What follows belongs to an exercise in optimizing a design on an open flow for small area, a short achievable clock period and few clock cycles per item; a production flow would make more cautious choices. At most, simulation tests tie the RTL to the original design; equivalence was not proved. Function not checked in run 3: the RTL went through the layout flow alone. Power figures rest on the tool's default switching activity, not on a simulated workload.

==> flow/design.v <==
module fz_policer_bank (
    input  wire        clk,
    input  wire        rst_n,
    input  wire        cmd_valid,
    output wire        cmd_ready,
    input  wire [1:0]  cmd_op,
    input  wire [1:0]  cmd_idx,
    input  wire [31:0] cmd_time,
    input  wire [13:0] cmd_len,
    input  wire [1:0]  cmd_color,
    input  wire        cmd_aware,
    input  wire [1:0]  cmd_tokens,
    input  wire        cmd_en,
    input  wire        cmd_mode,
    input  wire [15:0] cmd_cir,
    input  wire [15:0] cmd_xir,
    input  wire [15:0] cmd_cbs,
    input  wire [15:0] cmd_xbs,
    input  wire [7:0]  cmd_len_adj,
    output reg         rsp_valid,
    output reg  [1:0]  rsp_op,
    output reg  [1:0]  rsp_color,
    output reg  [1:0]  rsp_status,
    output wire [47:0] rsp_tc,
    output wire [47:0] rsp_tx,
    output reg  [31:0] rsp_last
);
    localparam [1:0] GREEN  = 2'd0;
    localparam [1:0] YELLOW = 2'd1;
    localparam [1:0] RED    = 2'd2;
    assign cmd_ready = 1'b1;
    function [29:0] mul15625;
        input [15:0] x;
        mul15625 = ({14'd0, x} << 14) - ({14'd0, x} << 10) + ({14'd0, x} << 8) +
                   ({14'd0, x} << 3) + {14'd0, x};
    endfunction
    function [45:0] mul125;
        input [38:0] x;
        mul125 = ({7'd0, x} << 7) - ({7'd0, x} << 2) + {7'd0, x};
    endfunction
    reg        v1;
    reg [1:0]  op1, idx1, in1, tok1;
    reg [31:0] t1;
    reg [13:0] len1;
    reg        en1, mode1;
    reg [15:0] cir1, xir1, cbs1, xbs1;
    reg [7:0]  adj1;
    always @(posedge clk) begin
        v1   <= rst_n & cmd_valid;
        op1  <= cmd_op;
        idx1 <= cmd_idx;
        t1   <= cmd_time;
        len1 <= cmd_len;
        in1  <= cmd_aware ? cmd_color : GREEN;
        tok1 <= cmd_tokens;
        en1  <= cmd_en;
        mode1 <= cmd_mode;
        cir1 <= cmd_cir;
        xir1 <= cmd_xir;
        cbs1 <= cmd_cbs;
        xbs1 <= cmd_xbs;
        adj1 <= cmd_len_adj;
    end
    reg [3:0]  cfg_v;
    reg [3:0]  en_q, mode_q;
    reg [15:0] cir_q [0:3];
    reg [15:0] xir_q [0:3];
    reg [15:0] cbs_q [0:3];
    reg [15:0] xbs_q [0:3];
    reg [7:0]  adj_q [0:3];
    reg [31:0] last_q [0:3];
    wire        s_v    = cfg_v[idx1];
    wire        s_en   = en_q[idx1] & s_v;
    wire        s_mode = mode_q[idx1];
    wire [15:0] s_cir  = cir_q[idx1];
    wire [15:0] s_xir  = xir_q[idx1];
    wire [15:0] s_cbs  = cbs_q[idx1] & {16{s_v}};
    wire [15:0] s_xbs  = xbs_q[idx1] & {16{s_v}};
    wire [7:0]  s_adj  = adj_q[idx1];
    wire [31:0] s_last = last_q[idx1] & {32{s_v}};
    wire is_pol = (op1 == 2'd0);
    wire is_set = (op1 == 2'd1);
    wire is_rd  = op1[1];
    wire [31:0] d_raw = t1 - s_last;
    wire [30:0] d     = d_raw[31] ? 31'd0 : d_raw[30:0];
    wire set_oor = (tok1 == 2'd3);
    wire set_bad = (cbs1 < 16'd64) || (xbs1 < 16'd64) ||
                   (!mode1 && xir1 < cir1) || (adj1[7] != adj1[6]);
    wire [1:0] set_status = set_oor ? 2'd2 : set_bad ? 2'd1 : 2'd0;
    wire set_ok = is_set & ~set_oor & ~set_bad;
    wire pol_en = is_pol & s_en;
    wire signed [15:0] b_signed = $signed({2'b00, len1}) + 16'sd4 + $signed({{8{s_adj[7]}}, s_adj});
    wire [14:0] b_len = (b_signed < 16'sd1) ? 15'd1 : b_signed[14:0];
    wire [15:0] bc_keep = (s_cbs < cbs1) ? s_cbs : cbs1;
    wire [15:0] bx_keep = (s_xbs < xbs1) ? s_xbs : xbs1;
    integer i;
    always @(posedge clk) begin
        for (i = 0; i < 4; i = i + 1) begin
            if (v1 && idx1 == i && (set_ok || pol_en))
                last_q[i] <= t1;
            if (v1 && idx1 == i && set_ok) begin
                en_q[i]   <= en1;
                mode_q[i] <= mode1;
                cir_q[i]  <= cir1;
                xir_q[i]  <= xir1;
                cbs_q[i]  <= cbs1;
                xbs_q[i]  <= xbs1;
                adj_q[i]  <= adj1;
            end
        end
        if (!rst_n)
            cfg_v <= 4'd0;
        else if (v1 && set_ok)
            cfg_v[idx1] <= 1'b1;
    end
    reg        v2, set2, rd2, we2, pol2, force2, mode2;
    reg [1:0]  op2, idx2, in2, st2;
    reg [15:0] rc2, rx2, bc2, bx2;
    reg [30:0] d2;
    reg [14:0] bl2;
    always @(posedge clk) begin
        v2    <= rst_n & v1;
        op2   <= op1;
        idx2  <= idx1;
        in2   <= in1;
        st2   <= is_set ? set_status : 2'd0;
        set2  <= is_set;
        rd2   <= is_rd;
        we2   <= set_ok | pol_en;
        pol2  <= pol_en;
        force2 <= is_set & (tok1 == 2'd1);
        mode2 <= is_rd ? s_last[31] : s_mode;
        rc2   <= is_rd ? 16'd1 : s_cir;
        rx2   <= s_xir;
        d2    <= is_rd ? s_last[30:0] : d;
        bc2   <= !is_set ? s_cbs : (tok1 == 2'd0) ? bc_keep : (tok1 == 2'd1) ? cbs1 : 16'd0;
        bx2   <= !is_set ? s_xbs : (tok1 == 2'd0) ? bx_keep : (tok1 == 2'd1) ? xbs1 : 16'd0;
        bl2   <= b_len;
    end
    wire [46:0] pc = rc2 * d2;
    wire [46:0] px = rx2 * d2;
    reg        v3, set3, rd3, we3, pol3, mode3;
    reg [1:0]  op3, idx3, in3, st3;
    reg [39:0] ac3, ax3;
    reg [29:0] cc3, cx3;
    reg [27:0] bb3;
    always @(posedge clk) begin
        v3    <= rst_n & v2;
        op3   <= op2;
        idx3  <= idx2;
        in3   <= in2;
        st3   <= st2;
        set3  <= set2;
        rd3   <= rd2;
        we3   <= we2;
        pol3  <= pol2;
        mode3 <= mode2;
        ac3   <= {force2 | (|pc[46:39]), pc[38:0]};
        ax3   <= {force2 | (|px[46:39]), px[38:0]};
        cc3   <= mul15625(bc2);
        cx3   <= mul15625(bx2);
        bb3   <= mul15625({1'b0, bl2});
    end
    reg [3:0]  tok_v;
    reg [38:0] tc_q [0:3];
    reg [38:0] tx_q [0:3];
    wire [38:0] s_tc = tc_q[idx3];
    wire [38:0] s_tx = tx_q[idx3];
    wire [38:0] cap_c = {cc3, 9'd0};
    wire [38:0] cap_x = {cx3, 9'd0};
    wire [38:0] b     = {bb3[27:0], 9'd0};
    wire [40:0] sum_c  = {2'd0, s_tc} + {1'b0, ac3};
    wire [40:0] sum_x  = {2'd0, s_tx} + {1'b0, ax3};
    wire [41:0] ovf_c  = {3'd0, s_tc} + {2'd0, ac3} + {3'b111, ~cap_c};
    wire [41:0] ovf_x  = {3'd0, s_tx} + {2'd0, ax3} + {3'b111, ~cap_x};
    wire [41:0] dif_c  = {3'd0, s_tc} + {2'd0, ac3} + {3'b111, ~b} + 42'd1;
    wire [41:0] dif_x  = {3'd0, s_tx} + {2'd0, ax3} + {3'b111, ~b} + 42'd1;
    wire        sat_c  = ~ovf_c[41];
    wire        sat_x  = ~ovf_x[41];
    wire [39:0] cmb_c  = {1'b0, cap_c} - {1'b0, b};
    wire [39:0] cmb_x  = {1'b0, cap_x} - {1'b0, b};
    wire        ge_c   = sat_c ? ~cmb_c[39] : ~dif_c[41];
    wire        ge_x   = sat_x ? ~cmb_x[39] : ~dif_x[41];
    wire [38:0] r_c    = sat_c ? cap_c : sum_c[38:0];
    wire [38:0] r_x    = sat_x ? cap_x : sum_x[38:0];
    wire [38:0] rb_c   = sat_c ? cmb_c[38:0] : dif_c[38:0];
    wire [38:0] rb_x   = sat_x ? cmb_x[38:0] : dif_x[38:0];
    reg [1:0] col;
    reg       deb_c, deb_x;
    always @(*) begin
        deb_c = 1'b0;
        deb_x = 1'b0;
        col   = RED;
        if (!mode3) begin
            if (in3 == RED || in3 == 2'd3 || !ge_x) begin
                col = RED;
            end else begin
                deb_x = 1'b1;
                if (in3 == YELLOW || !ge_c) begin
                    col = YELLOW;
                end else begin
                    deb_c = 1'b1;
                    col   = GREEN;
                end
            end
        end else begin
            if (in3 == GREEN && ge_c) begin
                deb_c = 1'b1;
                col   = GREEN;
            end else if ((in3 == GREEN || in3 == YELLOW) && ge_x) begin
                deb_x = 1'b1;
                col   = YELLOW;
            end else begin
                col = RED;
            end
        end
        if (!pol3) begin
            deb_c = 1'b0;
            deb_x = 1'b0;
        end
    end
    wire [38:0] n_tc = deb_c ? rb_c : r_c;
    wire [38:0] n_tx = deb_x ? rb_x : r_x;
    always @(posedge clk) begin
        for (i = 0; i < 4; i = i + 1) begin
            if (v3 && we3 && idx3 == i) begin
                tc_q[i] <= n_tc;
                tx_q[i] <= n_tx;
            end
        end
        if (!rst_n)
            tok_v <= 4'd0;
        else if (v3 && we3)
            tok_v[idx3] <= 1'b1;
    end
    wire [38:0] rd_tc = s_tc & {39{tok_v[idx3]}};
    wire [38:0] rd_tx = s_tx & {39{tok_v[idx3]}};
    reg  [45:0] rsp_tc_q, rsp_tx_q;
    always @(posedge clk) begin
        rsp_valid  <= rst_n & v3;
        rsp_op     <= op3;
        rsp_color  <= pol3 ? col : in3;
        rsp_status <= st3;
        rsp_tc_q   <= mul125(rd_tc);
        rsp_tx_q   <= mul125(rd_tx);
        rsp_last   <= {mode3, ac3[30:0]};
    end
    assign rsp_tc = {2'd0, rsp_tc_q};
    assign rsp_tx = {2'd0, rsp_tx_q};
endmodule
==> flow/flow/run.sh <==
#!/bin/bash
# Standard synthesis and layout, with timing repair aimed at a tighter setup slack
# (the design's clock and constraints are unchanged).
set -euo pipefail
bash standard.sh synth > synth.log 2>&1
bash standard.sh SETUP_SLACK_MARGIN=19.5 finish > layout.log 2>&1
==> flow/standard.sh <==
#!/bin/bash
# synth_recipe.tcl (not shown) runs the flow's synth.tcl, then flattens the netlist and writes it again
# the make line also repeats each setting of config.mk as NAME=value (left out here)
make -C /OpenROAD-flow-scripts/flow DESIGN_CONFIG=/design/flow/config.mk WORK_HOME=/design/flow/orfs CLKGATE_MAP_FILE= SYNTH_SCRIPT=/design/flow/synth_recipe.tcl "${@:-finish}"
==> flow/config.mk <==
export PLATFORM = sky130hd
export DESIGN_NAME = fz_policer_bank
export DESIGN_NICKNAME = fz_policer_bank
export VERILOG_FILES = /design/flow/design.v
export SDC_FILE = /design/flow/constraint.sdc
export NUM_CORES = 4
export LEC_CHECK = 0
export CAP_MARGIN = 20
export CORE_MARGIN = 2
export CORE_UTILIZATION = 40
export PLACE_DENSITY = 0.6
export SLEW_MARGIN = 20
==> flow/constraint.sdc <==
create_clock -name core_clock -period 26.0 [get_ports {clk}]
set_input_delay 5.2000 -clock core_clock [delete_from_list [all_inputs] [get_ports {clk}]]
set_output_delay 5.2000 -clock core_clock [all_outputs]
set_load 0.01 [all_outputs]
==> flow_metrics.py, run 1 <==
metrics = {
    "status": {
        "status": "finished clean",
    },
    "synthesis": {
        "synth-seq-cells": 1307,
        "yosysTopAreaCellShare_pct": 21.8,
        "syn_area_mm2": 0.101,
        "ys_types": 107,
        "synthArstFlopShare_pct": 0,
        "yosys_warnings": 9,
        "netlist_top_cells_area": "edfxtp_1, fa_1, dfxtp_1",
        "synth_area_leader_cell": "edfxtp_1",
        "synth-edff-count": 736,
        "yosysSeqAreaShare_pct": 33.1,
        "synth_ff_type": "edfxtp_1",
        "synth.avg_cell_area_um2": 10.7,
        "netlist_instances": 9482,
    },
    "layout": {
        "syn2layout_area_growth_pct": 18.7,
        "nets": 12000,
        "layout-drive-gt1-share_pct": 15.6,
        "layout_common_cells": "inv_1, fa_1, nand2_1",
        "mostFrequentLayoutCell": "inv_1",
    },
    "sta": {
        "finalMaxSlewViolations": 0,
        "tightestPinTransition_ns": 1.02,
        "final_hold_viol_count": 0,
        "max_freq_ghz": 0.138,
        "rsz0062_at_grt": "yes",
        "max_slew_margin_pct": 32.2,
        "setup_viol": 0,
        "fin_setup_tns_ns": 0,
        "period_share_pct": 27.8,
        "finClkSkew_ns": 0.0710,
        "hold_ws_ns": 0.323,
        "period_needed_ns": 7.23,
    },
    "place": {
        "portBuffers": 262,
        "gp_congestion": 0.932,
        "dp_hpwl_mm": 204,
    },
    "grt": {
        "grt_max_degree": 61,
        "antenna_found_initial": 24,
        "track_usage_pct": 22.8,
        "grt_pass1_wl_mm": 448,
        "first_global_vias": 74400,
        "grt_overflow_total": 0,
    },
    "cts": {
        "clock_sink_count": 1307,
        "clk_latency_ns": 0.86,
        "cts_tree": "yes",
        "clkTransAtPathRegs_ns": 0.06,
        "htree_levels": 4,
        "cts-root-buf": "clkbuf_16",
        "cts_buffer_depth": 3,
        "cts_made_buffers": 150,
    },
    "power": {
        "p_per_area_mw_per_mm2": 94.5,
        "p_sw_share_pct": 43.1,
        "power.net_switching_w": 0.00490,
        "combPwrFrac_pct": 56.7,
        "ir_drop_v": 0.0000901,
        "seqPwrFrac_pct": 24.4,
        "clkPwrFrac_pct": 18.9,
        "p_leak_nw": 52.3,
        "intPower_w": 0.00646,
    },
    "drt": {
        "num_vias": 72800,
        "top_layer": "met5",
        "ant_nets": 0,
        "met1_length_mm": 131,
        "route.met2.wl_mm": 136,
        "dr.pass1.iters": 6,
        "wl_per_cell_um": 22.5,
        "drcViolationCount": 0,
        "dr_wl_met3_mm": 24.5,
        "wl_mm": 303,
        "viasPerCell": 5.41,
        "drt_iter0_drc": 5914,
    },
    "critical_path": {
        "reg2reg_depth": 27,
        "crit_type": "flip-flop to flip-flop",
        "cp.depth": 27,
        "critPathMostFrequentCell": "fa_1",
        "rrSetupSlack_ns": 18.77,
        "cp-end-kind": "flip-flop",
        "cp-start-kind": "flip-flop",
        "cp_top_family": "adder cells",
        "arrival_ns": 7.89,
        "endpoint": "ax3[39]$_DFF_P_",
        "slowest_delay_ns": 0.54,
        "critical_path_peak_fanout": 8,
        "critPathBufInv": 7,
        "startpoint": "rx2[6]$_DFF_P_",
        "required_ns": 26.66,
        "r2r_start": "rx2[6]$_DFF_P_",
        "critical-path-slowest-cell": "fa_1",
        "r2r-end": "ax3[39]$_DFF_P_",
    },
    "worst_hold_path": {
        "worstHoldPathType": "flip-flop to flip-flop",
    },
    "floorplan": {
        "ios": 268,
        "start_util_pct": 40.3,
        "die_w_um": 507,
        "rows": 184,
        "dieArea_mm2": 0.257,
        "die_y_um": 507,
        "core-area_mm2": 0.252,
    },
    "job": {
        "drv_cap": 0,
    },
}
-- cell families after synthesis --
| logic type | synth area share [%] |
|---|---|
| AOI/OAI and AO/OA | 9.26 |
| xor gates and xnor gates | 3.84 |
| and+or+nand+nor | 10.9 |
| other | 0.00741 |
| muxes | 5.78 |
| DFF | 33.1 |
| buffers and inverters | 6.94 |
| adders and majority gates | 30.2 |
-- through the flow --
stage | util [%] | setup WS, ns | cells | total power, W | cell area, µm²
final | 47.8 | 18.77 | 13500 | 0.0114 | 120000
after global routing | 47.8 | 18.61 | 13400 | 0.0121 | 120000
after CTS | 46.5 | 18.90 | 13300 | 0.0108 | 117000
after detailed placement | 42.8 | 16.54 | 12900 | 0.00814 | 108000
after global placement | 42.8 | 16.68 | 12900 | 0.00808 | 108000
after floorplan | - | 19.38 | 9485 | 0.00657 | 102000
-- state kept, by name, indices dropped and copies added (netlist names), 28 cells and up --
signal,flops
tc_q,156
last_q,128
tx_q,156
d2,31
ax3,40
ac3,40
cbs_q,64
adj_q,32
cx3,30
cc3,30
bb3,28
xbs_q,64
cir_q,64
xir_q,64
rsp_tc_q,46
rsp_tx_q,46
rsp_last,32
t1,32
-- cell usage after synthesis, types with 11 or more instances --
cell type     n
a211o_1      13
a211oi_1     47
a21boi_0     12
a21o_1      228
a21oi_1     416
a22oi_1      36
a31o_2       11
a31oi_1      40
a41oi_1      14
and2_1      541
and3_1       44
and4_1       11
buf_1        28
buf_2        17
clkbuf_1    260
dfxtp_1     571
edfxtp_1    736
fa_1        961
ha_1        906
inv_1      1519
mux2i_1     119
mux4_2      201
nand2_1     896
nand2b_1     49
nand3_1     104
nand3b_1     12
nand4_1      47
nor2_1      286
nor2b_1      58
nor3_1       75
nor3b_1      20
nor4_1       23
o211ai_1     30
o21a_1       70
o21ai_0     237
o21ai_1      25
o21bai_1     70
o22ai_1      27
o31a_1       12
o31ai_1      33
or2_2        37
or3_1        29
xnor2_1     314
xor2_1      127
-- worst min path at each step --
stage,cells after the start,endpoint,startpoint,slack (ns)
after CTS,0,in3[1]$_DFF_P_,in2[1]$_DFF_P_,0.31
after floorplan,0,idx3[0]$_DFF_P_,idx2[0]$_DFF_P_,0.31
after detailed placement,0,st3[1]$_DFF_P_,st2[1]$_SDFF_PN0_,0.31
final,0,in3[1]$_DFF_P_,in2[1]$_DFF_P_,0.32
after global routing,0,idx3[0]$_DFF_P_,idx2[0]$_DFF_P_,0.33
after global placement,0,in3[1]$_DFF_P_,in2[1]$_DFF_P_,0.31
-- power groups by stage --
stage	registers [W]	clock network [W]	logic, W
after floorplan	0.00264	0	0.00393
after global placement	0.00281	0	0.00528
after detailed placement	0.00281	0	0.00533
after CTS	0.00276	0.00221	0.00584
after global routing	0.00278	0.00228	0.00703
final	0.00277	0.00215	0.00644
-- worst reg2reg max path, delay by kind of cell, from the launching register on --
kind	cells	cell delay (ns)
XOR/XNOR	1	0.13
AO/OA/AOI/OAI	8	1.79
adder cells (fa/ha/maj)	7	3.29
flip-flops	1	0.37
buffers and inverters	7	0.67
AND/OR/NAND/NOR	4	0.79
-- cell type report --
class	instances	area, µm²
well taps	3348	4190
fillers	22700	131000
flip-flops and latches	1307	33700
inverters	1521	5710
multi-input cells	6336	64100
diodes	11	27.5
clock buffers	187	4060
repair buffers	650	7410
clock inverters	94	1030
-- routing by layer --
| metal | track usage [%] | up-vias |
|---|---|---|
| li1 | - | 32700 |
| met1 | 31.5 | 36800 |
| met2 | 36.2 | 2758 |
| met3 | 4.01 | 569 |
| met4 | 7.98 | 14 |
| met5 | 0 | - |
-- repair_timing --
action | CTS | global route
pin swaps | 114 | 191
gates resized for setup | 1046 | 415
hold buffers | 0 | 0
buffers inserted | 146 | 98
cloned | 28 | 21
endpoints found under the setup margin | 533 | 366
Testbench counts, summed over its fixed seeds: cycles 24,064, items 24,032.
==> run 2, diff against run 1 <==
==> flow/run.sh (new file) <==
#!/bin/bash
# synth_recipe.tcl (not shown) runs the flow's synth.tcl, then flattens the netlist and writes it again
# the make line also repeats each setting of config.mk as NAME=value (left out here)
make -C /OpenROAD-flow-scripts/flow DESIGN_CONFIG=/design/flow/config.mk WORK_HOME=/design/flow/orfs CLKGATE_MAP_FILE= SYNTH_SCRIPT=/design/flow/synth_recipe.tcl finish
removed: flow/flow/run.sh
removed: flow/standard.sh
==> flow_metrics.py, run 2 <==
metrics = {
    "grt": {
        "grt_overflow_total": 0,
        "grt_pass1_wl_mm": 436,
        "first_global_vias": 73400,
        "track_usage_pct": 22.1,
        "grt_max_degree": 75,
        "antenna_found_initial": 18,
    },
    "critical_path": {
        "crit_type": "flip-flop to flip-flop",
        "cp-end-kind": "flip-flop",
        "r2r_start": "idx3[0]$_DFF_P_",
        "required_ns": 26.57,
        "cp-start-kind": "flip-flop",
        "critical-path-slowest-cell": "buf_4",
        "arrival_ns": 10.12,
        "slowest_delay_ns": 0.82,
        "critical_path_peak_fanout": 55,
        "rrSetupSlack_ns": 16.46,
        "startpoint": "idx3[0]$_DFF_P_",
        "r2r-end": "tc_q[0][21]$_DFFE_PP_",
        "endpoint": "tc_q[0][21]$_DFFE_PP_",
        "reg2reg_depth": 29,
    },
    "sta": {
        "tightestPinTransition_ns": 1.07,
        "finClkSkew_ns": 0.0806,
        "max_freq_ghz": 0.105,
        "setup_viol": 0,
        "period_needed_ns": 9.54,
        "fin_setup_tns_ns": 0,
        "rsz0062_at_grt": "no",
        "setup_slack_ns": 16.46,
        "final_hold_viol_count": 0,
        "finalMaxSlewViolations": 0,
        "period_share_pct": 36.7,
        "max_slew_margin_pct": 27.7,
    },
    "floorplan": {
        "die_y_um": 507,
        "rows": 184,
        "dieArea_mm2": 0.257,
        "core-area_mm2": 0.252,
        "die_w_um": 507,
        "start_util_pct": 40.3,
        "ios": 268,
    },
    "synthesis": {
        "ys_types": 107,
        "synth.most_common_cell": "inv_1",
        "synth-seq-cells": 1307,
        "synthArstFlopShare_pct": 0,
        "yosysTopAreaCellShare_pct": 21.8,
        "yosys_warnings": 9,
        "syn_area_mm2": 0.101,
        "netlist_instances": 9482,
        "synth_ff_type": "edfxtp_1",
        "synth.avg_cell_area_um2": 10.7,
        "synth_area_leader_cell": "edfxtp_1",
        "synth-edff-count": 736,
        "yosysSeqAreaShare_pct": 33.1,
        "synth_common_cells": "inv_1, fa_1, ha_1, nand2_1, edfxtp_1",
        "netlist_top_cells_area": "edfxtp_1, fa_1, dfxtp_1",
    },
    "drt": {
        "wl_mm": 283,
        "ant_nets": 0,
        "wl_per_cell_um": 21.5,
        "num_vias": 70100,
        "viasPerCell": 5.32,
        "dr.pass1.iters": 5,
        "drt_iter0_drc": 5048,
        "drcViolationCount": 0,
    },
    "layout": {
        "stdcell_area_mm2": 0.113,
        "largestRegisters": "tc_q: 156 flops, tx_q: 156 flops, last_q: 128 flops",
        "layout_common_cells": "inv_1, fa_1, ha_1",
        "final_util_pct": 45.0,
        "mostFrequentLayoutCell": "inv_1",
        "syn2layout_area_growth_pct": 11.6,
        "nets": 11700,
        "layout-drive-gt1-share_pct": 6.93,
    },
    "cts": {
        "cts_tree": "yes",
        "clk_latency_ns": 0.85,
        "cts_setup_buffers": 0,
        "clock_sink_count": 1307,
        "cts.repair.resized": 0,
        "clkTransAtPathRegs_ns": 0.06,
        "cts-root-buf": "clkbuf_16",
        "cts-hold-fix-buffers": 0,
        "cts_buffer_depth": 3,
        "htree_levels": 4,
        "cts_made_buffers": 152,
    },
    "place": {
        "gp_congestion": 0.934,
        "dp_hpwl_mm": 214,
        "post_dp_cell_area_mm2": 0.108,
        "portBuffers": 262,
        "dp_slack_ns": 16.65,
    },
    "power": {
        "ir_drop_v": 0.0000821,
        "p_leak_nw": 49.4,
        "p_per_area_mw_per_mm2": 93.0,
    },
    "worst_hold_path": {
        "worstHoldPathType": "flip-flop to flip-flop",
    },
    "status": {
        "status": "finished clean",
    },
    "job": {
        "drv_cap": 0,
    },
}
run 2: cell types whose count changed in the layout (fill, tap and decap cells not counted), moves of 65 or more:
| cell | delta |
|---|---|
| mux2i_1 | +77 |
| buf_4 | -110 |
| buf_12 | -82 |
| ha_1 | +69 |
| buf_2 | -99 |
| clkdlybuf4s50_1 | +131 |
| dfxtp_1 | +65 |
run 2: worst min-delay path by stage:
stage | start | to | cells past startpoint
after floorplan | idx2[0]$_DFF_P_ | idx3[0]$_DFF_P_ | 0
after global placement | op2[0]$_DFF_P_ | op3[0]$_DFF_P_ | 0
after detailed placement | in2[1]$_DFF_P_ | in3[1]$_DFF_P_ | 0
after CTS | in2[1]$_DFF_P_ | in3[1]$_DFF_P_ | 0
after global routing | op3[1]$_DFF_P_ | rsp_op[1]$_DFF_P_ | 0
final | op3[1]$_DFF_P_ | rsp_op[1]$_DFF_P_ | 0
run 2: area by class of cell:
class                           instances  area [µm²]
Antenna cell                           12        30.0
Clock inverter                         82        1020
Tap cell                             3348        4190
Clock buffer                          204        4340
Timing Repair Buffer                  362        3370
Sequential cell                      1307       33600
Fill cell                           23400      139000
Multi-Input combinational cell       6334       60900
Inverter                             1521        5710
run 2: stage by stage:
step	total power, W	hold slack, ns	std cells
5_1_grt	0.0112	0.329	13200
6_report	0.0105	0.325	13200
2_1_floorplan	0.00656	0.310	9485
3_3_place_gp	0.00820	0.313	12900
3_5_place_dp	0.00826	0.312	12900
4_1_cts	0.0105	0.326	13200
run 2: worst max-delay path: cells and delay by family (launching register included):
| family | cells | cell delay, ns |
|---|---|---|
| muxes | 3 | 1.10 |
| AOI/OAI and AO/OA | 10 | 2.26 |
| and+or+nand+nor | 9 | 2.12 |
| adders and majority gates | 3 | 0.93 |
| xor gates and xnor gates | 1 | 0.32 |
| DFF | 1 | 0.78 |
| buffers and inverters | 3 | 1.67 |
run 2: logic make-up after synthesis:
logic type	count (synthesis)	share of synthesized area, %
compound gates	1435	9.26
xor+xnor	442	3.84
fa+ha+maj	1867	30.2
buf+inv	1844	6.94
flops	1307	33.1
mux	332	5.78
other cells	2	0.00741
simple gates	2253	10.9
run 2: per-layer routing:
metal / up-vias / track usage, % / routed length (µm)
met5: - / 0 / 43
met4: 6 / 8.76 / 11200
met3: 488 / 3.29 / 17200
met2: 2239 / 35.1 / 128000
met1: 35300 / 30.2 / 126000
li1: 32100 / - / -
run 2: power by group:
part | leakage, nW | internal (W) | switching [W]
combinational | 35.4 | 0.00218 | 0.00333
sequential | 11.4 | 0.00252 | 0.000255
clock | 2.60 | 0.00129 | 0.000942
total | 49.4 | 0.00599 | 0.00453
==> run 3, diff against run 2 <==
--- a/flow/design.v
+++ b/flow/design.v
@@ -113,7 +113,9 @@
         else if (v1 && set_ok)
             cfg_v[idx1] <= 1'b1;
     end
-    reg        v2, set2, rd2, we2, pol2, force2, mode2;
+    wire [15:0] pb_c = s_cbs;
+    wire [15:0] pb_x = s_xbs;
+    reg        v2, set2, rd2, we2, pol2, force2, mode2, cge2, xge2;
     reg [1:0]  op2, idx2, in2, st2;
     reg [15:0] rc2, rx2, bc2, bx2;
     reg [30:0] d2;
@@ -136,14 +138,22 @@
         bc2   <= !is_set ? s_cbs : (tok1 == 2'd0) ? bc_keep : (tok1 == 2'd1) ? cbs1 : 16'd0;
         bx2   <= !is_set ? s_xbs : (tok1 == 2'd0) ? bx_keep : (tok1 == 2'd1) ? xbs1 : 16'd0;
         bl2   <= b_len;
+        cge2  <= (pb_c >= {1'b0, b_len});
+        xge2  <= (pb_x >= {1'b0, b_len});
     end
     wire [46:0] pc = rc2 * d2;
     wire [46:0] px = rx2 * d2;
-    reg        v3, set3, rd3, we3, pol3, mode3;
+    reg        v3, set3, rd3, we3, pol3, mode3, cge3, xge3;
     reg [1:0]  op3, idx3, in3, st3;
     reg [39:0] ac3, ax3;
     reg [29:0] cc3, cx3;
     reg [27:0] bb3;
+    reg [3:0]  tok_v;
+    reg [38:0] tc_q [0:3];
+    reg [38:0] tx_q [0:3];
+    reg [38:0] tc3, tx3;
+    wire [38:0] n_tc, n_tx;
+    wire fwd = v3 & we3 & (idx3 == idx2);
     always @(posedge clk) begin
         v3    <= rst_n & v2;
         op3   <= op2;
@@ -155,36 +165,50 @@
         we3   <= we2;
         pol3  <= pol2;
         mode3 <= mode2;
+        cge3  <= cge2;
+        xge3  <= xge2;
         ac3   <= {force2 | (|pc[46:39]), pc[38:0]};
         ax3   <= {force2 | (|px[46:39]), px[38:0]};
         cc3   <= mul15625(bc2);
         cx3   <= mul15625(bx2);
         bb3   <= mul15625({1'b0, bl2});
-    end
-    reg [3:0]  tok_v;
-    reg [38:0] tc_q [0:3];
-    reg [38:0] tx_q [0:3];
-    wire [38:0] s_tc = tc_q[idx3];
-    wire [38:0] s_tx = tx_q[idx3];
+        tc3   <= fwd ? n_tc : (tc_q[idx2] & {39{tok_v[idx2]}});
+        tx3   <= fwd ? n_tx : (tx_q[idx2] & {39{tok_v[idx2]}});
+    end
     wire [38:0] cap_c = {cc3, 9'd0};
     wire [38:0] cap_x = {cx3, 9'd0};
     wire [38:0] b     = {bb3[27:0], 9'd0};
-    wire [40:0] sum_c  = {2'd0, s_tc} + {1'b0, ac3};
-    wire [40:0] sum_x  = {2'd0, s_tx} + {1'b0, ax3};
-    wire [41:0] ovf_c  = {3'd0, s_tc} + {2'd0, ac3} + {3'b111, ~cap_c};
-    wire [41:0] ovf_x  = {3'd0, s_tx} + {2'd0, ax3} + {3'b111, ~cap_x};
-    wire [41:0] dif_c  = {3'd0, s_tc} + {2'd0, ac3} + {3'b111, ~b} + 42'd1;
-    wire [41:0] dif_x  = {3'd0, s_tx} + {2'd0, ax3} + {3'b111, ~b} + 42'd1;
-    wire        sat_c  = ~ovf_c[41];
-    wire        sat_x  = ~ovf_x[41];
-    wire [39:0] cmb_c  = {1'b0, cap_c} - {1'b0, b};
-    wire [39:0] cmb_x  = {1'b0, cap_x} - {1'b0, b};
-    wire        ge_c   = sat_c ? ~cmb_c[39] : ~dif_c[41];
-    wire        ge_x   = sat_x ? ~cmb_x[39] : ~dif_x[41];
-    wire [38:0] r_c    = sat_c ? cap_c : sum_c[38:0];
-    wire [38:0] r_x    = sat_x ? cap_x : sum_x[38:0];
-    wire [38:0] rb_c   = sat_c ? cmb_c[38:0] : dif_c[38:0];
-    wire [38:0] rb_x   = sat_x ? cmb_x[38:0] : dif_x[38:0];
+    wire [40:0] tc41 = {2'd0, tc3};
+    wire [40:0] tx41 = {2'd0, tx3};
+    wire [40:0] ac41 = {1'b0, ac3};
+    wire [40:0] ax41 = {1'b0, ax3};
+    wire [40:0] ncc  = ~{2'd0, cap_c};
+    wire [40:0] ncx  = ~{2'd0, cap_x};
+    wire [40:0] nb   = ~{2'd0, b};
+    wire [40:0] os_c = tc41 ^ ac41 ^ ncc;
+    wire [40:0] oc_c = (tc41 & ac41) | (tc41 & ncc) | (ac41 & ncc);
+    wire [40:0] os_x = tx41 ^ ax41 ^ ncx;
+    wire [40:0] oc_x = (tx41 & ax41) | (tx41 & ncx) | (ax41 & ncx);
+    wire [41:0] ov_c = {1'b0, os_c} + {oc_c, 1'b0};
+    wire [41:0] ov_x = {1'b0, os_x} + {oc_x, 1'b0};
+    wire        sat_c = ov_c[41];
+    wire        sat_x = ov_x[41];
+    wire [40:0] ds_c = tc41 ^ ac41 ^ nb;
+    wire [40:0] dc_c = (tc41 & ac41) | (tc41 & nb) | (ac41 & nb);
+    wire [40:0] ds_x = tx41 ^ ax41 ^ nb;
+    wire [40:0] dc_x = (tx41 & ax41) | (tx41 & nb) | (ax41 & nb);
+    wire [41:0] df_c = {1'b0, ds_c} + {dc_c, 1'b0} + 42'd1;
+    wire [41:0] df_x = {1'b0, ds_x} + {dc_x, 1'b0} + 42'd1;
+    wire [38:0] sum_c = tc3 + ac3[38:0];
+    wire [38:0] sum_x = tx3 + ax3[38:0];
+    wire [38:0] cmb_c = {cc3 - {2'd0, bb3}, 9'd0};
+    wire [38:0] cmb_x = {cx3 - {2'd0, bb3}, 9'd0};
+    wire        ge_c  = sat_c ? cge3 : df_c[41];
+    wire        ge_x  = sat_x ? xge3 : df_x[41];
+    wire [38:0] r_c   = sat_c ? cap_c : sum_c;
+    wire [38:0] r_x   = sat_x ? cap_x : sum_x;
+    wire [38:0] rb_c  = sat_c ? cmb_c : df_c[38:0];
+    wire [38:0] rb_x  = sat_x ? cmb_x : df_x[38:0];
     reg [1:0] col;
     reg       deb_c, deb_x;
     always @(*) begin
@@ -219,8 +243,8 @@
             deb_x = 1'b0;
         end
     end
-    wire [38:0] n_tc = deb_c ? rb_c : r_c;
-    wire [38:0] n_tx = deb_x ? rb_x : r_x;
+    assign n_tc = deb_c ? rb_c : r_c;
+    assign n_tx = deb_x ? rb_x : r_x;
     always @(posedge clk) begin
         for (i = 0; i < 4; i = i + 1) begin
             if (v3 && we3 && idx3 == i) begin
@@ -233,16 +257,14 @@
         else if (v3 && we3)
             tok_v[idx3] <= 1'b1;
     end
-    wire [38:0] rd_tc = s_tc & {39{tok_v[idx3]}};
-    wire [38:0] rd_tx = s_tx & {39{tok_v[idx3]}};
     reg  [45:0] rsp_tc_q, rsp_tx_q;
     always @(posedge clk) begin
         rsp_valid  <= rst_n & v3;
         rsp_op     <= op3;
         rsp_color  <= pol3 ? col : in3;
         rsp_status <= st3;
-        rsp_tc_q   <= mul125(rd_tc);
-        rsp_tx_q   <= mul125(rd_tx);
+        rsp_tc_q   <= mul125(tc3);
+        rsp_tx_q   <= mul125(tx3);
         rsp_last   <= {mode3, ac3[30:0]};
     end
     assign rsp_tc = {2'd0, rsp_tc_q};
==> flow_metrics.py, run 3 <==
metrics = {
    "critical_path": {
        "arrival_ns": 8.58,
        "path_cells": "buf_4 > nand2_1 > fa_1 > fa_1 > fa_1 > fa_1 > inv_1 > fa_1 > inv_1 > fa_1 > inv_1 > ha_1 > and2_1 > a31oi_1 > o41ai_1 > o21ai_0 > a31oi_1 > a31oi_1 > o21ai_0 > nand2_1 > o22ai_1 > o211a_1 > nand4_1",
        "critical-path-slowest-cell": "dfxtp_1",
        "critPathMostFrequentCell": "fa_1",
        "cp-start-kind": "flip-flop",
        "critical_path_peak_fanout": 17,
        "slowest_delay_ns": 0.88,
        "cp-end-kind": "flip-flop",
        "required_ns": 26.74,
        "critPathBufInv": 4,
        "crit_type": "flip-flop to flip-flop",
        "cp_top_family": "adder cells",
    },
    "floorplan": {
        "die_w_um": 526,
        "rows": 191,
        "start_util_pct": 40.2,
        "core-area_mm2": 0.271,
        "die_y_um": 526,
        "ios": 268,
        "dieArea_mm2": 0.277,
    },
    "layout": {
        "layout-drive-gt1-share_pct": 5.83,
        "nFillCells": 25400,
        "largestRegisters": "tc_q: 156 flops, tx_q: 156 flops, last_q: 128 flops",
        "mostFrequentLayoutCell": "inv_1",
        "layout_common_cells": "inv_1, fa_1, ha_1",
        "syn2layout_area_growth_pct": 11.1,
        "stdcell_area_mm2": 0.121,
        "nets": 12800,
    },
    "drt": {
        "viasPerCell": 5.33,
        "ant_nets": 0,
        "dr.pass1.iters": 5,
        "num_vias": 76300,
        "wl_per_cell_um": 22.4,
        "drcViolationCount": 0,
        "drt_iter0_drc": 5744,
        "wl_mm": 321,
    },
    "synthesis": {
        "synth_ff_type": "edfxtp_1",
        "synth-seq-cells": 1389,
        "synth.most_common_cell": "inv_1",
        "synth_area_leader_cell": "edfxtp_1",
        "synthArstFlopShare_pct": 0,
        "synth_common_cells": "inv_1, fa_1, ha_1, nand2_1, edfxtp_1",
        "netlist_instances": 10400,
        "yosysSeqAreaShare_pct": 32.3,
        "yosysTopAreaCellShare_pct": 20.3,
        "netlist_top_cells_area": "edfxtp_1, fa_1, dfxtp_1",
        "ys_types": 96,
        "synth-edff-count": 736,
        "syn_area_mm2": 0.109,
        "synth.avg_cell_area_um2": 10.5,
        "yosys_warnings": 9,
    },
    "grt": {
        "track_usage_pct": 23.1,
        "grt_pass1_wl_mm": 488,
        "use_met3_pct": 3.53,
        "busiest_layer": "met2",
        "grt_overflow_total": 0,
        "grt_util_met1_pct": 32.2,
        "antenna_found_initial": 13,
        "grt_util_met2_pct": 36.7,
        "first_global_vias": 78900,
        "grt_max_degree": 74,
    },
    "power": {
        "p_leak_nw": 53.9,
        "ir_drop_v": 0.0000985,
        "p_per_area_mw_per_mm2": 98.7,
        "finalPower_w": 0.0120,
    },
    "place": {
        "portBuffers": 262,
        "dp_hpwl_mm": 249,
        "gp_congestion": 0.956,
        "post_dp_cell_area_mm2": 0.116,
    },
    "cts": {
        "cts-hold-fix-buffers": 0,
        "cts_tree": "yes",
        "clk_latency_ns": 0.89,
        "cts_made_buffers": 159,
        "cts.repair.resized": 0,
        "clock_sink_count": 1389,
        "cts-root-buf": "clkbuf_16",
        "cts_setup_buffers": 0,
        "htree_levels": 4,
        "clkTransAtPathRegs_ns": 0.06,
        "cts_buffer_depth": 4,
    },
    "sta": {
        "setup_viol": 0,
        "tightestPinTransition_ns": 1.10,
        "finClkSkew_ns": 0.0855,
        "finalMaxSlewViolations": 0,
        "period_needed_ns": 7.84,
        "fin_setup_tns_ns": 0,
        "final_hold_viol_count": 0,
        "period_share_pct": 30.2,
        "rsz0062_at_grt": "no",
        "max_slew_margin_pct": 26.5,
        "max_freq_ghz": 0.127,
    },
    "job": {
        "drv_cap": 0,
    },
    "worst_hold_path": {
        "worstHoldPathType": "flip-flop to flip-flop",
    },
    "status": {
        "status": "finished clean",
    },
}
run 3: cells by family (layout without fill, tap and decap cells):
| family | after synthesis | after routing | synth area share (%) |
|---|---|---|---|
| simple gates | 2298 | 2298 | 10.3 |
| buf+inv | 2156 | 2455 | 7.49 |
| fa+ha+maj | 2052 | 2052 | 31.0 |
| compound gates | 1824 | 1824 | 10.9 |
| flops | 1389 | 1389 | 32.3 |
| xor+xnor | 478 | 478 | 3.85 |
| mux | 233 | 233 | 4.28 |
| other cells | 2 | 10 | 0.00689 |
run 3: cell type report:
| class | count | area (µm²) | area share (%) |
|---|---|---|---|
| tap | 3570 | 4470 | 3.69 |
| timing repair buffer | 366 | 3420 | 2.82 |
| clock buffer | 213 | 4560 | 3.76 |
| sequential | 1389 | 35200 | 29.1 |
| inverter | 1797 | 6750 | 5.57 |
| antenna | 5 | 12.5 | 0.0103 |
| clock inverter | 79 | 936 | 0.772 |
| multi-input combinational | 6890 | 65800 | 54.3 |
run 3: stage by stage:
step	hold WS (ns)	std cells	worst slack [ns]	util [%]
after floorplan	0.310	10400	18.32	-
after global placement	0.313	14000	18.16	42.7
after detailed placement	0.312	14000	18.18	42.7
after CTS	0.326	14300	18.22	44.7
after global routing	0.335	14300	17.74	44.7
final	0.327	14300	18.16	44.7
run 3: final timing paths:
path / from / endpoint / slack [ns] / cells after the start
hold / removal: op2[1]$_DFF_P_ / op3[1]$_DFF_P_ / 0.33 / 0
setup / recovery: d2[10]$_DFF_P_ / ax3[39]$_DFF_P_ / 18.16 / 23
setup reg to reg: d2[10]$_DFF_P_ / ax3[39]$_DFF_P_ / 18.16 / 23
hold reg to reg: op2[1]$_DFF_P_ / op3[1]$_DFF_P_ / 0.33 / 0
run 3: worst register-to-register path: stages (launching register included):
cell     delay, ns
dfxtp_1       0.88
buf_4         0.38
nand2_1       0.12
fa_1          0.52
fa_1          0.59
fa_1          0.45
fa_1          0.54
inv_1         0.05
fa_1          0.48
inv_1         0.05
fa_1          0.47
inv_1         0.04
ha_1          0.35
and2_1        0.23
a31oi_1       0.13
o41ai_1       0.77
o21ai_0       0.29
a31oi_1       0.39
a31oi_1       0.24
o21ai_0       0.26
nand2_1       0.08
o22ai_1       0.18
o211a_1       0.17
nand4_1       0.10
run 3: per-layer routing:
layer	vias to the layer above	routed length, µm
met5	-	13
met4	2	11400
met3	409	20900
met2	2465	145000
met1	38400	144000
li1	35000	-
run 3: power breakdown:
| part | switching, W | leakage [nW] | internal (W) | total (W) |
|---|---|---|---|---|
| clock network | 0.000969 | 2.66 | 0.00136 | 0.00233 |
| registers | 0.000422 | 11.9 | 0.00261 | 0.00303 |
| logic | 0.00395 | 39.4 | 0.00264 | 0.00659 |
==> run 4, diff against run 3 <==
--- a/flow/design.v
+++ b/flow/design.v
@@ -113,9 +113,7 @@
         else if (v1 && set_ok)
             cfg_v[idx1] <= 1'b1;
     end
-    wire [15:0] pb_c = s_cbs;
-    wire [15:0] pb_x = s_xbs;
-    reg        v2, set2, rd2, we2, pol2, force2, mode2, cge2, xge2;
+    reg        v2, set2, rd2, we2, pol2, force2, mode2;
     reg [1:0]  op2, idx2, in2, st2;
     reg [15:0] rc2, rx2, bc2, bx2;
     reg [30:0] d2;
@@ -138,14 +136,12 @@
         bc2   <= !is_set ? s_cbs : (tok1 == 2'd0) ? bc_keep : (tok1 == 2'd1) ? cbs1 : 16'd0;
         bx2   <= !is_set ? s_xbs : (tok1 == 2'd0) ? bx_keep : (tok1 == 2'd1) ? xbs1 : 16'd0;
         bl2   <= b_len;
-        cge2  <= (pb_c >= {1'b0, b_len});
-        xge2  <= (pb_x >= {1'b0, b_len});
     end
     wire [46:0] pc = rc2 * d2;
     wire [46:0] px = rx2 * d2;
-    reg        v3, set3, rd3, we3, pol3, mode3, cge3, xge3;
+    reg        v3, set3, rd3, we3, pol3, mode3, cge3, xge3, force3;
     reg [1:0]  op3, idx3, in3, st3;
-    reg [39:0] ac3, ax3;
+    reg [46:0] ac3, ax3;
     reg [29:0] cc3, cx3;
     reg [27:0] bb3;
     reg [3:0]  tok_v;
@@ -165,10 +161,11 @@
         we3   <= we2;
         pol3  <= pol2;
         mode3 <= mode2;
-        cge3  <= cge2;
-        xge3  <= xge2;
-        ac3   <= {force2 | (|pc[46:39]), pc[38:0]};
-        ax3   <= {force2 | (|px[46:39]), px[38:0]};
+        cge3  <= (bc2 >= {1'b0, bl2});
+        xge3  <= (bx2 >= {1'b0, bl2});
+        force3 <= force2;
+        ac3   <= pc;
+        ax3   <= px;
         cc3   <= mul15625(bc2);
         cx3   <= mul15625(bx2);
         bb3   <= mul15625({1'b0, bl2});
@@ -180,8 +177,10 @@
     wire [38:0] b     = {bb3[27:0], 9'd0};
     wire [40:0] tc41 = {2'd0, tc3};
     wire [40:0] tx41 = {2'd0, tx3};
-    wire [40:0] ac41 = {1'b0, ac3};
-    wire [40:0] ax41 = {1'b0, ax3};
+    wire [40:0] ac41 = {2'b0, ac3[38:0]};
+    wire [40:0] ax41 = {2'b0, ax3[38:0]};
+    wire        big_c = force3 | (|ac3[46:39]);
+    wire        big_x = force3 | (|ax3[46:39]);
     wire [40:0] ncc  = ~{2'd0, cap_c};
     wire [40:0] ncx  = ~{2'd0, cap_x};
     wire [40:0] nb   = ~{2'd0, b};
@@ -191,8 +190,8 @@
     wire [40:0] oc_x = (tx41 & ax41) | (tx41 & ncx) | (ax41 & ncx);
     wire [41:0] ov_c = {1'b0, os_c} + {oc_c, 1'b0};
     wire [41:0] ov_x = {1'b0, os_x} + {oc_x, 1'b0};
-    wire        sat_c = ov_c[41];
-    wire        sat_x = ov_x[41];
+    wire        sat_c = big_c | ov_c[41];
+    wire        sat_x = big_x | ov_x[41];
     wire [40:0] ds_c = tc41 ^ ac41 ^ nb;
     wire [40:0] dc_c = (tc41 & ac41) | (tc41 & nb) | (ac41 & nb);
     wire [40:0] ds_x = tx41 ^ ax41 ^ nb;
==> flow_metrics.py, run 4 <==
metrics = {
    "worst_hold_path": {
        "worstHoldPathType": "flip-flop to flip-flop",
        "hold_depth": 0,
    },
    "sta": {
        "rsz0062_at_grt": "no",
        "tightestPinTransition_ns": 0.974,
        "final_hold_viol_count": 0,
        "finalMaxSlewViolations": 0,
        "fin_setup_tns_ns": 0,
        "setup_slack_ns": 18.15,
        "max_freq_ghz": 0.127,
        "period_share_pct": 30.2,
        "finClkSkew_ns": 0.0682,
        "setup_viol": 0,
        "period_needed_ns": 7.85,
        "max_slew_margin_pct": 34.5,
    },
    "floorplan": {
        "core-area_mm2": 0.271,
        "die_y_um": 526,
        "start_util_pct": 40.3,
        "ios": 268,
        "rows": 191,
        "die_w_um": 526,
        "dieArea_mm2": 0.277,
    },
    "critical_path": {
        "path_cells": "buf_4 > and2_1 > fa_1 > inv_1 > fa_1 > fa_1 > inv_1 > fa_1 > fa_1 > inv_1 > fa_1 > inv_1 > ha_1 > a21oi_1 > o21ai_0 > o21ai_0 > a31oi_1 > a2111oi_0 > or3_1 > o311ai_1 > a21oi_1 > nor4b_1 > o41a_1 > xnor2_1",
        "required_ns": 26.78,
        "critPathMostFrequentCell": "fa_1",
        "arrival_ns": 8.63,
        "reg2reg_depth": 24,
        "cp-end-kind": "flip-flop",
        "crit_type": "flip-flop to flip-flop",
        "slowest_delay_ns": 0.69,
        "critical-path-slowest-cell": "dfxtp_1",
        "cp-start-kind": "flip-flop",
        "rrSetupSlack_ns": 18.15,
        "critPathBufInv": 5,
        "cp.depth": 24,
        "critical_path_peak_fanout": 19,
        "cp_top_family": "adder cells",
    },
    "power": {
        "intPower_w": 0.00622,
        "clkPwrFrac_pct": 21.5,
        "p_sw_share_pct": 42.9,
        "p_leak_nw": 54.1,
        "combPwrFrac_pct": 50.5,
        "p_per_area_mw_per_mm2": 89.7,
        "power.net_switching_w": 0.00468,
        "ir_drop_v": 0.0000708,
        "seqPwrFrac_pct": 28.0,
    },
    "synthesis": {
        "synth_mux_area_share_pct": 4.26,
        "yosys_warnings": 9,
        "synth_area_leader_cell": "edfxtp_1",
        "synthArstFlopShare_pct": 0,
        "ys_types": 99,
        "synth-edff-count": 736,
        "synth.avg_cell_area_um2": 10.5,
        "synth_xor_area_share_pct": 3.78,
        "synth_ff_type": "edfxtp_1",
        "synth_compound_area_share_pct": 10.8,
        "syn_area_mm2": 0.109,
        "synth-seq-cells": 1402,
        "netlist_instances": 10400,
        "synth.most_common_cell": "inv_1",
        "synth_common_cells": "inv_1, fa_1, ha_1, nand2_1, edfxtp_1",
        "netlist_top_cells_area": "edfxtp_1, fa_1, dfxtp_1",
        "synth_fa_ha_area_share_pct": 30.9,
        "yosysSeqAreaShare_pct": 32.4,
        "synth-simple-area-share_pct": 10.3,
        "synth_top_family_by_area": "adder cells",
        "yosysTopAreaCellShare_pct": 20.2,
    },
    "job": {
        "drv_cap": 0,
    },
    "drt": {
        "num_vias": 77000,
        "viasPerCell": 5.37,
        "wl_per_cell_um": 22.2,
        "drt_iter0_drc": 5826,
        "dr.pass1.iters": 7,
        "ant_nets": 0,
        "wl_mm": 318,
        "drcViolationCount": 0,
    },
    "cts": {
        "cts_buffer_depth": 4,
        "cts-root-buf": "clkbuf_16",
        "htree_levels": 4,
        "clock_sink_count": 1402,
        "cts-hold-fix-buffers": 0,
        "cts.repair.resized": 0,
        "clkTransAtPathRegs_ns": 0.06,
        "cts_tree": "yes",
        "cts_made_buffers": 168,
        "cts_setup_buffers": 0,
        "clk_latency_ns": 0.87,
    },
    "layout": {
        "largestRegisters": "tc_q: 156 flops, tx_q: 156 flops, last_q: 128 flops",
        "layout-drive-gt1-share_pct": 6.07,
        "layout_common_cells": "inv_1, fa_1, ha_1",
        "syn2layout_area_growth_pct": 11.2,
        "nets": 12800,
        "mostFrequentLayoutCell": "inv_1",
    },
    "grt": {
        "grt_overflow_total": 0,
        "track_usage_pct": 22.8,
        "antenna_found_initial": 17,
        "first_global_vias": 80000,
        "grt_max_degree": 69,
        "grt_pass1_wl_mm": 485,
    },
    "place": {
        "dp_hpwl_mm": 248,
        "gp_congestion": 0.954,
        "portBuffers": 262,
        "dp_slack_ns": 18.17,
    },
    "status": {
        "status": "finished clean",
    },
}
-- run 4: final cells by class --
type | count | area [µm²]
inverters | 1797 | 6750
clock inverters | 71 | 699
clock buffers | 232 | 4810
fillers | 25300 | 150000
repair buffers | 375 | 3510
flip-flops and latches | 1402 | 35500
multi-input cells | 6886 | 65700
well taps | 3570 | 4470
diodes | 8 | 20.0
-- run 4: power groups by stage --
stage	combinational (W)	sequential, W	clock [W]
6_report	0.00550	0.00305	0.00234
3_5_place_dp	0.00544	0.00310	0
4_1_cts	0.00547	0.00305	0.00240
2_1_floorplan	0.00394	0.00281	0
3_3_place_gp	0.00537	0.00309	0
5_1_grt	0.00616	0.00305	0.00248
-- run 4: worst paths after layout --
path                           from              end
setup reg to reg      d2[8]$_DFF_P_  ac3[46]$_DFF_P_
hold / removal    st2[0]$_SDFF_PP0_   st3[0]$_DFF_P_
hold reg to reg   st2[0]$_SDFF_PP0_   st3[0]$_DFF_P_
setup / recovery      d2[8]$_DFF_P_  ac3[46]$_DFF_P_
-- run 4: worst reg2reg max path: cells and delay by family, from the launching register on --
| kind | cells | cell delay [ns] |
|---|---|---|
| adders and majority gates | 7 | 3.19 |
| DFF | 1 | 0.69 |
| xor gates and xnor gates | 1 | 0.12 |
| buffers and inverters | 5 | 0.59 |
| and+or+nand+nor | 3 | 1.14 |
| AOI/OAI and AO/OA | 8 | 2.06 |
-- run 4: logic make-up (layout without fill, tap and decap cells) --
family                     Yosys count  count (layout)
xor gates and xnor gates           471             471
other                                2              13
muxes                              232             232
buffers and inverters             2154            2475
DFF                               1402            1402
adders and majority gates         2052            2052
AOI/OAI and AO/OA                 1798            1798
and+or+nand+nor                   2328            2328
-- run 4: stage by stage --
step	power, W	hold slack (ns)	utilization, %	std cells	instance area (µm²)
global route	0.0117	0.326	44.8	14300	121000
finish	0.0109	0.325	44.8	14300	121000
detailed placement	0.00853	0.314	42.7	14000	116000
floorplan	0.00675	0.310	-	10400	109000
global placement	0.00847	0.311	42.7	14000	116000
CTS	0.0109	0.326	44.8	14300	121000
-- run 4: routing by layer --
layer	wire length (µm)	track usage, %	share of wire (%)
met1	142000	31.6	45
met2	145000	37.1	46
met3	18300	2.70	5.8
met4	12100	7.93	3.8
met5	13	0	0.0041
Testbench counts of run 4, summed over its fixed seeds: cycles 24,064, items 24,032.
==> run 5, diff against run 4 <==
==> flow/flow/run.sh (new file) <==
#!/bin/bash
# Standard synthesis and layout, with timing repair aimed at a tighter setup slack
# (the design's clock and constraints are unchanged).
set -euo pipefail
bash standard.sh synth > synth.log 2>&1
bash standard.sh SETUP_SLACK_MARGIN=19.5 finish > layout.log 2>&1
==> flow/standard.sh (new file) <==
#!/bin/bash
# synth_recipe.tcl (not shown) runs the flow's synth.tcl, then flattens the netlist and writes it again
# the make line also repeats each setting of config.mk as NAME=value (left out here)
make -C /OpenROAD-flow-scripts/flow DESIGN_CONFIG=/design/flow/config.mk WORK_HOME=/design/flow/orfs CLKGATE_MAP_FILE= SYNTH_SCRIPT=/design/flow/synth_recipe.tcl "${@:-finish}"
--- a/flow/config.mk
+++ b/flow/config.mk
@@ -7,6 +7,6 @@
 export LEC_CHECK = 0
 export CAP_MARGIN = 20
 export CORE_MARGIN = 2
-export CORE_UTILIZATION = 40
-export PLACE_DENSITY = 0.6
+export CORE_UTILIZATION = 60
+export PLACE_DENSITY = 0.72
 export SLEW_MARGIN = 20
removed: flow/run.sh
==> flow_metrics.py, run 5 <==
metrics = {
    "status": {
        "status": "finished clean",
    },
    "power": {
        "p_per_area_mw_per_mm2": 90.4,
        "ir_drop_v": 0.0000761,
        "p_leak_nw": 55.2,
    },
    "drt": {
        "ant_nets": 0,
        "dr.pass1.iters": 6,
        "wl_per_cell_um": 23.7,
        "drt_iter0_drc": 6796,
        "drcViolationCount": 0,
        "wl_mm": 313,
        "num_vias": 79100,
        "viasPerCell": 5.99,
    },
    "sta": {
        "setup_viol": 0,
        "tightestPinTransition_ns": 1.14,
        "final_hold_viol_count": 0,
        "period_share_pct": 25.1,
        "finClkSkew_ns": 0.0599,
        "finalMaxSlewViolations": 0,
        "max_slew_margin_pct": 24.0,
        "period_needed_ns": 6.53,
        "max_freq_ghz": 0.153,
        "rsz0062_at_grt": "yes",
        "fin_setup_tns_ns": 0,
    },
    "synthesis": {
        "yosysTopAreaCellShare_pct": 20.2,
        "synth_common_cells": "inv_1, fa_1, ha_1, nand2_1, edfxtp_1",
        "yosysSeqAreaShare_pct": 32.4,
        "netlist_instances": 10400,
        "synth_area_leader_cell": "edfxtp_1",
        "synthArstFlopShare_pct": 0,
        "synth.avg_cell_area_um2": 10.5,
        "synth-seq-cells": 1402,
        "syn_area_mm2": 0.109,
        "yosys_warnings": 9,
        "ys_types": 99,
        "synth_ff_type": "edfxtp_1",
        "synth.most_common_cell": "inv_1",
        "synth-edff-count": 736,
        "netlist_top_cells_area": "edfxtp_1, fa_1, dfxtp_1",
    },
    "grt": {
        "grt_max_degree": 79,
        "antenna_found_initial": 12,
        "first_global_vias": 80400,
        "grt_pass1_wl_mm": 467,
        "track_usage_pct": 33.0,
        "grt_overflow_total": 0,
    },
    "worst_hold_path": {
        "hold_depth": 0,
        "worstHoldPathType": "flip-flop to flip-flop",
        "min_to": "st3[1]$_DFF_P_",
        "holdCritStartpoint": "st2[1]$_SDFF_PN0_",
    },
    "place": {
        "portBuffers": 262,
        "post_dp_cell_area_mm2": 0.114,
        "dp_hpwl_mm": 232,
        "gp_congestion": 0.998,
        "post-place-cells": 12800,
    },
    "critical_path": {
        "cp-start-kind": "flip-flop",
        "r2r_start": "rc2[7]$_SDFF_PP0_",
        "reg2reg_depth": 23,
        "cp_top_family": "adder cells",
        "path_cells": "buf_4 > clkbuf_16 > nand2_1 > fa_1 > inv_1 > fa_1 > fa_1 > fa_1 > fa_1 > inv_1 > fa_1 > inv_1 > ha_2 > and3_2 > nand3_2 > nor2_1 > a2111oi_2 > or3_4 > o311ai_4 > a21oi_4 > nor4b_4 > o41a_1 > xnor2_1",
        "critPathBufInv": 5,
        "cp-end-kind": "flip-flop",
        "crit_type": "flip-flop to flip-flop",
        "arrival_ns": 7.30,
        "critPathMostFrequentCell": "fa_1",
        "critical-path-slowest-cell": "fa_1",
        "required_ns": 26.78,
        "critical_path_peak_fanout": 7,
        "slowest_delay_ns": 0.59,
        "rrSetupSlack_ns": 19.47,
        "r2r-end": "ac3[46]$_DFF_P_",
    },
    "floorplan": {
        "core-area_mm2": 0.181,
        "ios": 268,
        "rows": 156,
        "start_util_pct": 60.4,
        "die_y_um": 431,
        "dieArea_mm2": 0.185,
        "die_w_um": 431,
    },
    "layout": {
        "stdcell_area_mm2": 0.122,
        "syn2layout_area_growth_pct": 11.6,
        "nFillCells": 13600,
        "largestRegisters": "tc_q: 156 flops, tx_q: 156 flops, last_q: 128 flops",
        "layout-drive-gt1-share_pct": 9.20,
        "nets": 12900,
        "final-instance-count-excl-fill": 13200,
        "final_util_pct": 67.4,
        "mostFrequentLayoutCell": "inv_1",
        "layout_common_cells": "inv_1, fa_1, ha_1",
    },
    "cts": {
        "clock_sink_count": 1402,
        "htree_levels": 4,
        "clk_latency_ns": 0.88,
        "clkTransAtPathRegs_ns": 0.06,
        "cts-hold-fix-buffers": 0,
        "cts_buffer_depth": 3,
        "cts-root-buf": "clkbuf_16",
        "cts_made_buffers": 146,
        "cts_tree": "yes",
    },
    "job": {
        "drv_cap": 0,
    },
}
run 5: cell counts after synthesis:
No cell type changed its count.
run 5: cell type report:
| class | instances | area (µm²) | area share, % |
|---|---|---|---|
| repair buffers | 459 | 4840 | 3.98 |
| flip-flops and latches | 1402 | 35600 | 29.2 |
| diodes | 6 | 15.0 | 0.0123 |
| well taps | 2370 | 2970 | 2.43 |
| clock buffers | 196 | 4130 | 3.39 |
| inverters | 1797 | 6750 | 5.54 |
| multi-input cells | 6887 | 66300 | 54.4 |
| clock inverters | 78 | 1190 | 0.976 |
run 5: repair_timing:
item / in CTS / in global routing
endpoints found under the setup margin: 187 / 115
resized for setup: 679 / 237
cloned: 1 / 25
pin swaps: 7 / 50
setup buffers: 11 / 54
run 5: stage by stage:
| stage | hold WS, ns | power [W] | worst slack (ns) |
|---|---|---|---|
| finish | 0.326 | 0.0110 | 19.47 |
| global route | 0.330 | 0.0117 | 19.29 |
| CTS | 0.328 | 0.0108 | 19.35 |
| detailed placement | 0.312 | 0.00851 | 18.38 |
| global placement | 0.312 | 0.00840 | 18.58 |
| floorplan | 0.310 | 0.00675 | 19.53 |
run 5: how the worst max path moves through the flow:
stage	from	end	slack (ns)	depth (start not counted)
after floorplan	d2[7]$_DFF_P_	ac3[46]$_DFF_P_	19.53	26
after global placement	d2[5]$_DFF_P_	ac3[46]$_DFF_P_	18.58	25
final	rc2[7]$_SDFF_PP0_	ac3[46]$_DFF_P_	19.47	23
after detailed placement	d2[6]$_DFF_P_	ac3[46]$_DFF_P_	18.38	25
after global routing	rc2[4]$_SDFF_PP0_	ac3[46]$_DFF_P_	19.29	24
after CTS	d2[20]$_DFF_P_	ac3[46]$_DFF_P_	19.35	23
run 5: routing by layer:
layer	track usage, %	up-vias	share of wire, %
met5	0	-	0.061
met4	14.3	21	5.0
met3	5.37	772	8.5
met2	53.9	3607	46
met1	43.6	39300	40
li1	-	35400	-
run 5: kinds of logic (layout without fill, tap and decap cells):
family	count (synthesis)	after routing	synth area share, %
and+or+nand+nor	2328	2329	10.3
adders and majority gates	2052	2052	30.9
buffers and inverters	2154	2530	7.49
xor gates and xnor gates	471	471	3.78
AOI/OAI and AO/OA	1798	1798	10.8
muxes	232	232	4.26
DFF	1402	1402	32.4
other	2	11	0.00688
run 5: power breakdown:
part	internal, W	switching [W]
clock network	0.00130	0.000955
logic	0.00227	0.00342
registers	0.00263	0.000431
total	0.00620	0.00480
==> run 6, diff against run 5 <==
--- a/flow/config.mk
+++ b/flow/config.mk
@@ -10,3 +10,4 @@
 export CORE_UTILIZATION = 60
 export PLACE_DENSITY = 0.72
 export SLEW_MARGIN = 20
+export TNS_END_PERCENT = 5
==> flow_metrics.py, run 6 <==
metrics = {
    "synthesis": {
        "synthArstFlopShare_pct": 0,
        "netlist_top_cells_area": "edfxtp_1, fa_1, dfxtp_1",
        "synth-edff-count": 736,
        "synth.most_common_cell": "inv_1",
        "synth-seq-cells": 1402,
        "yosysTopAreaCellShare_pct": 20.2,
        "yosysSeqAreaShare_pct": 32.4,
        "netlist_instances": 10400,
        "synth_common_cells": "inv_1, fa_1, ha_1, nand2_1, edfxtp_1",
        "ys_types": 99,
        "synth.avg_cell_area_um2": 10.5,
        "yosys_warnings": 9,
        "synth_area_leader_cell": "edfxtp_1",
        "syn_area_mm2": 0.109,
        "synth_ff_type": "edfxtp_1",
    },
    "place": {
        "gp_congestion": 1.02,
        "portBuffers": 262,
        "dp_slack_ns": 18.42,
        "dp_hpwl_mm": 235,
    },
    "grt": {
        "antenna_found_initial": 11,
        "track_usage_pct": 33.3,
        "grt_pass1_wl_mm": 470,
        "grt_overflow_total": 0,
        "grt_max_degree": 82,
        "first_global_vias": 79200,
    },
    "power": {
        "ir_drop_v": 0.0000922,
        "p_leak_nw": 55.2,
        "p_per_area_mw_per_mm2": 90.2,
    },
    "sta": {
        "finClkSkew_ns": 0.0541,
        "rsz0062_at_grt": "yes",
        "period_share_pct": 25.6,
        "max_slew_margin_pct": 23.7,
        "finalMaxSlewViolations": 0,
        "fin_setup_tns_ns": 0,
        "hold_ws_ns": 0.327,
        "tightestPinTransition_ns": 1.13,
        "setup_slack_ns": 19.35,
        "max_freq_ghz": 0.150,
        "final_hold_viol_count": 0,
        "period_needed_ns": 6.65,
        "setup_viol": 0,
    },
    "cts": {
        "cts_tree": "yes",
        "cts-root-buf": "clkbuf_16",
        "clk_latency_ns": 0.85,
        "clock_sink_count": 1402,
        "cts_made_buffers": 146,
        "cts_buffer_depth": 3,
        "clkTransAtPathRegs_ns": 0.06,
        "htree_levels": 4,
    },
    "drt": {
        "dr.pass1.iters": 6,
        "drt_iter0_drc": 6903,
        "num_vias": 78600,
        "wl_per_cell_um": 23.9,
        "drcViolationCount": 0,
        "wl_mm": 315,
        "ant_nets": 0,
        "viasPerCell": 5.96,
    },
    "layout": {
        "nets": 12900,
        "mostFrequentLayoutCell": "inv_1",
        "syn2layout_area_growth_pct": 11.2,
        "nFillCells": 13800,
        "layout-drive-gt1-share_pct": 7.25,
        "layout_common_cells": "inv_1, fa_1, ha_1",
        "largestRegisters": "tc_q: 156 flops, tx_q: 156 flops, last_q: 128 flops",
    },
    "critical_path": {
        "cp-end-kind": "primary output",
        "crit_type": "flip-flop to primary output",
        "critical-path-slowest-cell": "dfxtp_1",
        "arrival_ns": 1.45,
        "cp-start-kind": "flip-flop",
        "critical_path_peak_fanout": 1,
        "path_cells": "dlygate4sd2_1",
        "required_ns": 20.80,
        "cp_top_family": "flip-flops",
        "critPathBufInv": 1,
        "slowest_delay_ns": 0.34,
    },
    "floorplan": {
        "rows": 156,
        "die_w_um": 431,
        "dieArea_mm2": 0.185,
        "ios": 268,
        "core-area_mm2": 0.181,
        "die_y_um": 431,
        "start_util_pct": 60.4,
    },
    "job": {
        "drv_cap": 0,
    },
    "status": {
        "status": "finished clean",
    },
    "worst_hold_path": {
        "worstHoldPathType": "flip-flop to flip-flop",
    },
}
[run 6: path summary, 6_finish.rpt]
path	start	slack [ns]	to	cells after the start
worst max-delay path	rsp_last[16]$_DFF_P_	19.35	rsp_last[16]	1
worst min-delay path	pol2$_DFF_P_	0.33	pol3$_DFF_P_	0
worst max register to register	rc2[5]$_SDFF_PP0_	19.39	ac3[46]$_DFF_P_	24
worst min register to register	pol2$_DFF_P_	0.33	pol3$_DFF_P_	0
[run 6: timing repair]
action                     in CTS  in global routing
pin swaps                       5                 33
gates cloned                    3                 18
setup endpoints to repair     195                248
gates resized for setup       251                164
hold buffers                    0                  0
setup buffers                  13                 39
[run 6: where the power goes]
part / internal [W] / switching [W] / leakage, nW
clock: 0.00122 / 0.000946 / 2.44
combinational: 0.00228 / 0.00346 / 40.4
sequential: 0.00263 / 0.000421 / 12.3
[run 6: metal layers]
layer	GRT usage (%)	share of wire [%]	vias up
met1	45.4	41	39100
met5	0	0.024	-
met3	5.41	8.2	702
li1	-	-	35300
met2	53.0	46	3446
met4	14.7	5.2	10
[run 6: through the flow]
| step | utilization, % | power, W | instances | instance area [µm²] |
|---|---|---|---|---|
| floorplan | - | 0.00675 | 10400 | 109000 |
| global placement | 63.2 | 0.00843 | 12800 | 114000 |
| detailed placement | 63.2 | 0.00853 | 12800 | 114000 |
| CTS | 66.3 | 0.0107 | 13100 | 120000 |
| global route | 67.2 | 0.0116 | 13200 | 121000 |
| finish | 67.2 | 0.0110 | 13200 | 121000 |
[run 6: final cells by class]
cell class,instances,area [µm²],share of cell area (%)
Sequential cell,1402,35500,29.3
Clock inverter,75,907,0.747
Multi-Input combinational cell,6886,66300,54.6
Inverter,1797,6750,5.55
Antenna cell,4,10.0,0.00824
Timing Repair Buffer,439,4830,3.98
Tap cell,2370,2970,2.44
Clock buffer,198,4130,3.40
[run 6: logic make-up (layout without fill, tap and decap cells)]
group                    after synthesis  in the layout  synth area share [%]
AO/OA/AOI/OAI                       1798           1798                  10.8
XOR/XNOR                             471            471                  3.78
adder cells (fa/ha/maj)             2052           2052                  30.9
buffers and inverters               2154           2509                  7.49
flip-flops                          1402           1402                  32.4
multiplexers                         232            232                  4.26
other                                  2              9               0.00688
AND/OR/NAND/NOR                     2328           2328                  10.3

## what the ideal ports hide
The results above use ideal ports. As a check the final layouts listed here were re-extracted and re-timed, cells and wires unchanged. Step 1 (the two cells are an assumption about what drives the block):
set clk [get_ports {clk}]
set_driving_cell -lib_cell sky130_fd_sc_hd__clkbuf_16 $clk
set_driving_cell -lib_cell sky130_fd_sc_hd__buf_2 [delete_from_list [all_inputs] $clk]
Step 2, shift: input delay + t, output delay - t, t = (earliest + latest rising clock arrival at the registers) / 2. This alone moves slack from input paths to output paths. Three values: no drivers, after step 1, after step 2; two values: the first two.
run	shift t [ns]	setup WS [ns]	worst setup path after step 2	clock arrival spread, ns
run 1	0.910	18.769 / 18.769 / 18.769	register to register	0.072 / 0.072
run 2	0.920	16.456 / 16.456 / 16.456	register to register	0.085 / 0.085
run 3	0.947	18.156 / 18.156 / 18.156	register to register	0.086 / 0.085
run 4	0.934	18.148 / 18.148 / 18.148	register to register	0.069 / 0.069
run 5	0.934	19.473 / 19.399 / 19.454	input to register	0.073 / 0.073
run 6	0.916	19.348 / 19.256 / 19.388	register to register	0.055 / 0.055
After both steps setup and hold are still met in every run listed. For run 5, which loses most, drivers alone change the setup slack by -0.074 ns; drivers and shift together by -0.019 ns.
